Source: an optimization exercise on an open RTL-to-GDS flow (aim: small area and a short achievable clock period). Production flows keep margins and buffers that such runs may drop.
Function was checked by simulation only, so behaviour that the tests miss may differ from the original.
Power and IR drop assume default switching activity.

==> 11-09 <==
Design skl_lane_fma, start of the top module:
module skl_lane_fma (
    input  wire        clk,
    input  wire        rst,        
    input  wire        in_valid,
    input  wire [1:0]  op,         
    input  wire [31:0] a,
    input  wire [31:0] b,
    input  wire [31:0] c,
    output reg         out_valid,
    output wire [31:0] result
);
    wire        s0_nan, s0_inf, s0_inf_sign, s0_zsign, s0_sub, s0_sp;
    wire        s0_pzero, s0_czero;
    wire [23:0] s0_ma, s0_mc;
    wire [11:0] s0_neg, s0_two;
    wire [12:0] s0_one;
    wire [11:0] s0_sh;
    wire [10:0] s0_limp;
    wire [7:0]  s0_limc;
    generate if (1) begin : g_fma_s0
        wire  nan;
        assign s0_nan = nan;
        wire  inf;
        assign s0_inf = inf;
        wire  inf_sign;
        assign s0_inf_sign = inf_sign;
        wire  zsign;
        assign s0_zsign = zsign;
        wire  sub;
        assign s0_sub = sub;
        wire  sp;
        assign s0_sp = sp;
        wire  p_zero;
        assign s0_pzero = p_zero;
        wire  c_zero;
        assign s0_czero = c_zero;
        wire [23:0] ma;
        assign s0_ma = ma;
        wire [23:0] mc;
        assign s0_mc = mc;
        reg [11:0] bneg;
        assign s0_neg = bneg;
        reg [11:0] btwo;
        assign s0_two = btwo;
        reg [12:0] bone;
        assign s0_one = bone;
        wire [11:0] sh;
        assign s0_sh = sh;
        wire [10:0] lim_p;
        assign s0_limp = lim_p;
        wire [7:0] lim_c;
        assign s0_limc = lim_c;
        wire [31:0] xa = a;
        wire [31:0] xb = op[1] ? 32'h3F800000 : b;      
        wire [31:0] xc = (op == 2'd1) ? 32'h80000000 :   
                         (op == 2'd3) ? {~c[31], c[30:0]} : c;
        wire       sa = xa[31], sb = xb[31], sc = xc[31];
        wire [7:0] ea = xa[30:23], eb = xb[30:23], ec = xc[30:23];
        wire [22:0] fa = xa[22:0], fb = xb[22:0], fc = xc[22:0];
        wire a_nan = (ea == 8'hFF) && (fa != 0);
        wire b_nan = (eb == 8'hFF) && (fb != 0);
  ...
==> flow/config.mk <==
export PLATFORM = sky130hd
export DESIGN_NAME = skl_lane_fma
export DESIGN_NICKNAME = skl_lane_fma
export VERILOG_FILES = /design/flow/design.v
export SDC_FILE = /design/flow/constraint.sdc
export NUM_CORES = 4
export LEC_CHECK = 0
export CAP_MARGIN = 20
export CORE_MARGIN = 2
export CORE_UTILIZATION = 55
export PLACE_DENSITY = 0.75
export SETUP_SLACK_MARGIN = 5.0
export SLEW_MARGIN = 20
export SYNTH_HIERARCHICAL = 1
export SYNTH_MINIMUM_KEEP_SIZE = 0
==> flow/constraint.sdc <==
create_clock -name core_clock -period 9.0 [get_ports {clk}]
set_input_delay 1.8000 -clock core_clock [delete_from_list [all_inputs] [get_ports {clk}]]
set_output_delay 1.8000 -clock core_clock [all_outputs]
set_load 0.01 [all_outputs]
run.sh (not shown) runs the stock make flow with config.mk's settings and CLKGATE_MAP_FILE= SYNTH_SCRIPT=/design/flow/synth_recipe.tcl, a recipe that flattens the netlist after the stock synthesis.
==> inputs of 07-01, as changes to 11-09 <==
--- a/flow/design.v
+++ b/flow/design.v
@@ -11,15 +11,14 @@
 );
     wire        s0_nan, s0_inf, s0_inf_sign, s0_zsign, s0_sub, s0_sp;
     wire        s0_pzero, s0_czero;
     wire [23:0] s0_ma, s0_mc;
     wire [11:0] s0_neg, s0_two;
     wire [12:0] s0_one;
     wire [11:0] s0_sh;
-    wire [10:0] s0_limp;
     wire [7:0]  s0_limc;
     generate if (1) begin : g_fma_s0
         wire  nan;
         assign s0_nan = nan;
         wire  inf;
         assign s0_inf = inf;
         wire  inf_sign;
@@ -42,16 +41,14 @@
         assign s0_neg = bneg;
         reg [11:0] btwo;
         assign s0_two = btwo;
         reg [12:0] bone;
         assign s0_one = bone;
         wire [11:0] sh;
         assign s0_sh = sh;
-        wire [10:0] lim_p;
-        assign s0_limp = lim_p;
         wire [7:0] lim_c;
         assign s0_limc = lim_c;
         wire [31:0] xa = a;
         wire [31:0] xb = op[1] ? 32'h3F800000 : b;      
         wire [31:0] xc = (op == 2'd1) ? 32'h80000000 :   
                          (op == 2'd3) ? {~c[31], c[30:0]} : c;
         wire       sa = xa[31], sb = xb[31], sc = xc[31];
@@ -96,29 +93,23 @@
         wire [11:0] x1 = {4'd0, Ea}, x2 = {4'd0, Eb}, x3 = ~{4'd0, Ec};
         wire [11:0] k1 = 12'hF9D;                      
         wire [11:0] u1 = x1 ^ x2 ^ x3;
         wire [11:0] v1 = {(x1[10:0] & x2[10:0]) | (x1[10:0] & x3[10:0]) | (x2[10:0] & x3[10:0]), 1'b0};
         wire [11:0] u2 = u1 ^ v1 ^ k1;
         wire [11:0] v2 = {(u1[10:0] & v1[10:0]) | (u1[10:0] & k1[10:0]) | (v1[10:0] & k1[10:0]), 1'b0};
         assign sh = u2 + v2;
-        wire [10:0] y1 = {3'd0, Ea}, y2 = {3'd0, Eb};
-        wire [10:0] k2 = 11'h79B;                      
-        wire [10:0] w1 = y1 ^ y2 ^ k2;
-        wire [10:0] z1 = {(y1[9:0] & y2[9:0]) | (y1[9:0] & k2[9:0]) | (y2[9:0] & k2[9:0]), 1'b0};
-        assign lim_p = w1 + z1;
         assign lim_c = Ec - 8'd1;
     end endgenerate
     reg        r1_valid;
     reg        r1_nan, r1_inf, r1_inf_sign, r1_zsign, r1_sub, r1_sp;
     reg        r1_pzero, r1_czero;
     reg [23:0] r1_ma, r1_mc;
     reg [11:0] r1_neg, r1_two;
     reg [12:0] r1_one;
     reg [11:0] r1_sh;
-    reg [10:0] r1_limp;
     reg [7:0]  r1_limc;
     always @(posedge clk) begin
         if (rst) r1_valid <= 1'b0;
         else     r1_valid <= in_valid;
         r1_nan      <= s0_nan;
         r1_inf      <= s0_inf;
         r1_inf_sign <= s0_inf_sign;
@@ -129,30 +120,28 @@
         r1_czero    <= s0_czero;
         r1_ma       <= s0_ma;
         r1_mc       <= s0_mc;
         r1_neg      <= s0_neg;
         r1_two      <= s0_two;
         r1_one      <= s0_one;
         r1_sh       <= s0_sh;
-        r1_limp     <= s0_limp;
         r1_limc     <= s0_limc;
     end
     wire [127:0] s1_v;
     wire [10:0] s1_lim;
     generate if (1) begin : g_fma_s1
         wire  sub = r1_sub;
         wire  p_zero = r1_pzero;
         wire  c_zero = r1_czero;
         wire [23:0] ma = r1_ma;
         wire [23:0] mc = r1_mc;
         wire [11:0] neg = r1_neg;
         wire [11:0] two = r1_two;
         wire [12:0] one = r1_one;
         wire [11:0] sh = r1_sh;
-        wire [10:0] lim_p = r1_limp;
         wire [7:0] lim_c = r1_limc;
         wire [127:0] v;
         assign s1_v = v;
         wire [10:0] lim;
         assign s1_lim = lim;
         wire [25:0] ax = {1'b0, ma, 1'b0};              
         wire [24:0] pp0;
@@ -186,14 +175,15 @@
         assign pp9 = {g_pp[9].g_b[24].pb, g_pp[9].g_b[23].pb, g_pp[9].g_b[22].pb, g_pp[9].g_b[21].pb, g_pp[9].g_b[20].pb, g_pp[9].g_b[19].pb, g_pp[9].g_b[18].pb, g_pp[9].g_b[17].pb, g_pp[9].g_b[16].pb, g_pp[9].g_b[15].pb, g_pp[9].g_b[14].pb, g_pp[9].g_b[13].pb, g_pp[9].g_b[12].pb, g_pp[9].g_b[11].pb, g_pp[9].g_b[10].pb, g_pp[9].g_b[9].pb, g_pp[9].g_b[8].pb, g_pp[9].g_b[7].pb, g_pp[9].g_b[6].pb, g_pp[9].g_b[5].pb, g_pp[9].g_b[4].pb, g_pp[9].g_b[3].pb, g_pp[9].g_b[2].pb, g_pp[9].g_b[1].pb, g_pp[9].g_b[0].pb};
         assign pp10 = {g_pp[10].g_b[24].pb, g_pp[10].g_b[23].pb, g_pp[10].g_b[22].pb, g_pp[10].g_b[21].pb, g_pp[10].g_b[20].pb, g_pp[10].g_b[19].pb, g_pp[10].g_b[18].pb, g_pp[10].g_b[17].pb, g_pp[10].g_b[16].pb, g_pp[10].g_b[15].pb, g_pp[10].g_b[14].pb, g_pp[10].g_b[13].pb, g_pp[10].g_b[12].pb, g_pp[10].g_b[11].pb, g_pp[10].g_b[10].pb, g_pp[10].g_b[9].pb, g_pp[10].g_b[8].pb, g_pp[10].g_b[7].pb, g_pp[10].g_b[6].pb, g_pp[10].g_b[5].pb, g_pp[10].g_b[4].pb, g_pp[10].g_b[3].pb, g_pp[10].g_b[2].pb, g_pp[10].g_b[1].pb, g_pp[10].g_b[0].pb};
         assign pp11 = {g_pp[11].g_b[24].pb, g_pp[11].g_b[23].pb, g_pp[11].g_b[22].pb, g_pp[11].g_b[21].pb, g_pp[11].g_b[20].pb, g_pp[11].g_b[19].pb, g_pp[11].g_b[18].pb, g_pp[11].g_b[17].pb, g_pp[11].g_b[16].pb, g_pp[11].g_b[15].pb, g_pp[11].g_b[14].pb, g_pp[11].g_b[13].pb, g_pp[11].g_b[12].pb, g_pp[11].g_b[11].pb, g_pp[11].g_b[10].pb, g_pp[11].g_b[9].pb, g_pp[11].g_b[8].pb, g_pp[11].g_b[7].pb, g_pp[11].g_b[6].pb, g_pp[11].g_b[5].pb, g_pp[11].g_b[4].pb, g_pp[11].g_b[3].pb, g_pp[11].g_b[2].pb, g_pp[11].g_b[1].pb, g_pp[11].g_b[0].pb};
         wire        sh_neg = sh[11];
         wire        sh_big = ~sh_neg & |sh[10:7];
         wire        anchor = p_zero | (~c_zero & sh_neg);
         wire [6:0]  shc = (sh_big ? 7'h7F : sh[6:0]) & {7{~(anchor | sh_neg)}};
+        wire [10:0] lim_p = sh[10:0] + {3'd0, lim_c};
         assign lim = anchor ? {3'd0, lim_c} : lim_p;
         wire [76:0] csh = {mc, 53'd0} >> shc;
         reg  [23:0] jmask;
         integer ji;
         always @(*)
             for (ji = 0; ji < 24; ji = ji + 1)
                 jmask[ji] = (shc >= ji + 53);
@@ -2217,9 +2207,15 @@
     assign co = a & b;
 endmodule
 module fma_s4 (
     input  wire        sign, rnd,
     input  wire [30:0] pk,
     output wire [31:0] result
 );
-    assign result = {sign, pk + {30'd0, rnd}};
+    wire [30:0] q0 = {pk[29:0], rnd};
+    wire [30:0] q1 = q0 & {q0[29:0], 1'b1};
+    wire [30:0] q2 = q1 & {q1[28:0], 2'b11};
+    wire [30:0] q3 = q2 & {q2[26:0], 4'hF};
+    wire [30:0] q4 = q3 & {q3[22:0], 8'hFF};
+    wire [30:0] cy = q4 & {q4[14:0], 16'hFFFF};
+    assign result = {sign, pk ^ cy};
 endmodule
- CTS_CLUSTER_DIAMETER: not set -> 150
- CTS_CLUSTER_SIZE: not set -> 20
==> qor summary <==
quantity	11-09	07-01
Synthesized netlist net count	5278	5248
Outcome	no timing/DRC/antenna violations	no timing/DRC/antenna violations
Leakage power	18.5 nW	18.2 nW
Total routing resource utilization after global routing	0.352	0.367
Routed wire length	147000 um	151000 um
Combinational fraction of design power	0.725	0.765
Clock H-tree levels	2	1
Worst EP arrival	4.69 ns	4.66 ns
Cell area after layout	47000 um^2	46900 um^2
Share of the yosys chip area belonging to registers	0.200	0.197
Routed length on met1	53300 um	56600 um
Data required time at the worst endpoint	9.51 ns	9.54 ns
Clock sink count	404	393
Number of search-and-repair iterations in the first detailed-routing pass	9	12
Met2 Routed Length	63000 um	65900 um
Net switching power	9.90 mW	10.0 mW

==> static timing again, ports no longer ideal <==
Ports are ideal in the flow. The routed layouts listed here were re-timed in OpenROAD. Step 1, drivers: a clkbuf_16 drives clk and a buf_2 each remaining input, both assumed. Step 2 times the ports against the registers' clock, not the clock port: input delays grow and output delays shrink by t, the midpoint of the rising clock arrivals with the driver on. Slacks: no drivers / after step 1 / after step 2; pairs: no drivers / after step 1.
| run | t, ns | setup slack, ns | worst hold slack (ns) | worst setup path after step 2 | slew at the worst register clock pin (ns) |
|---|---|---|---|---|---|
| 11-09 | 0.690 | 4.817 / 4.789 / 4.099 | 0.325 / 0.325 / 0.325 | input to register | 0.08 / 0.08 |
| 07-01 | 0.659 | 4.874 / 4.764 / 4.105 | 0.330 / 0.330 / 0.330 | input to register | 0.10 / 0.10 |
After both steps every run listed still meets setup and hold. The setup slack of 07-01, which loses most, moves by -0.110 ns with the drivers and by -0.769 ns with both steps.
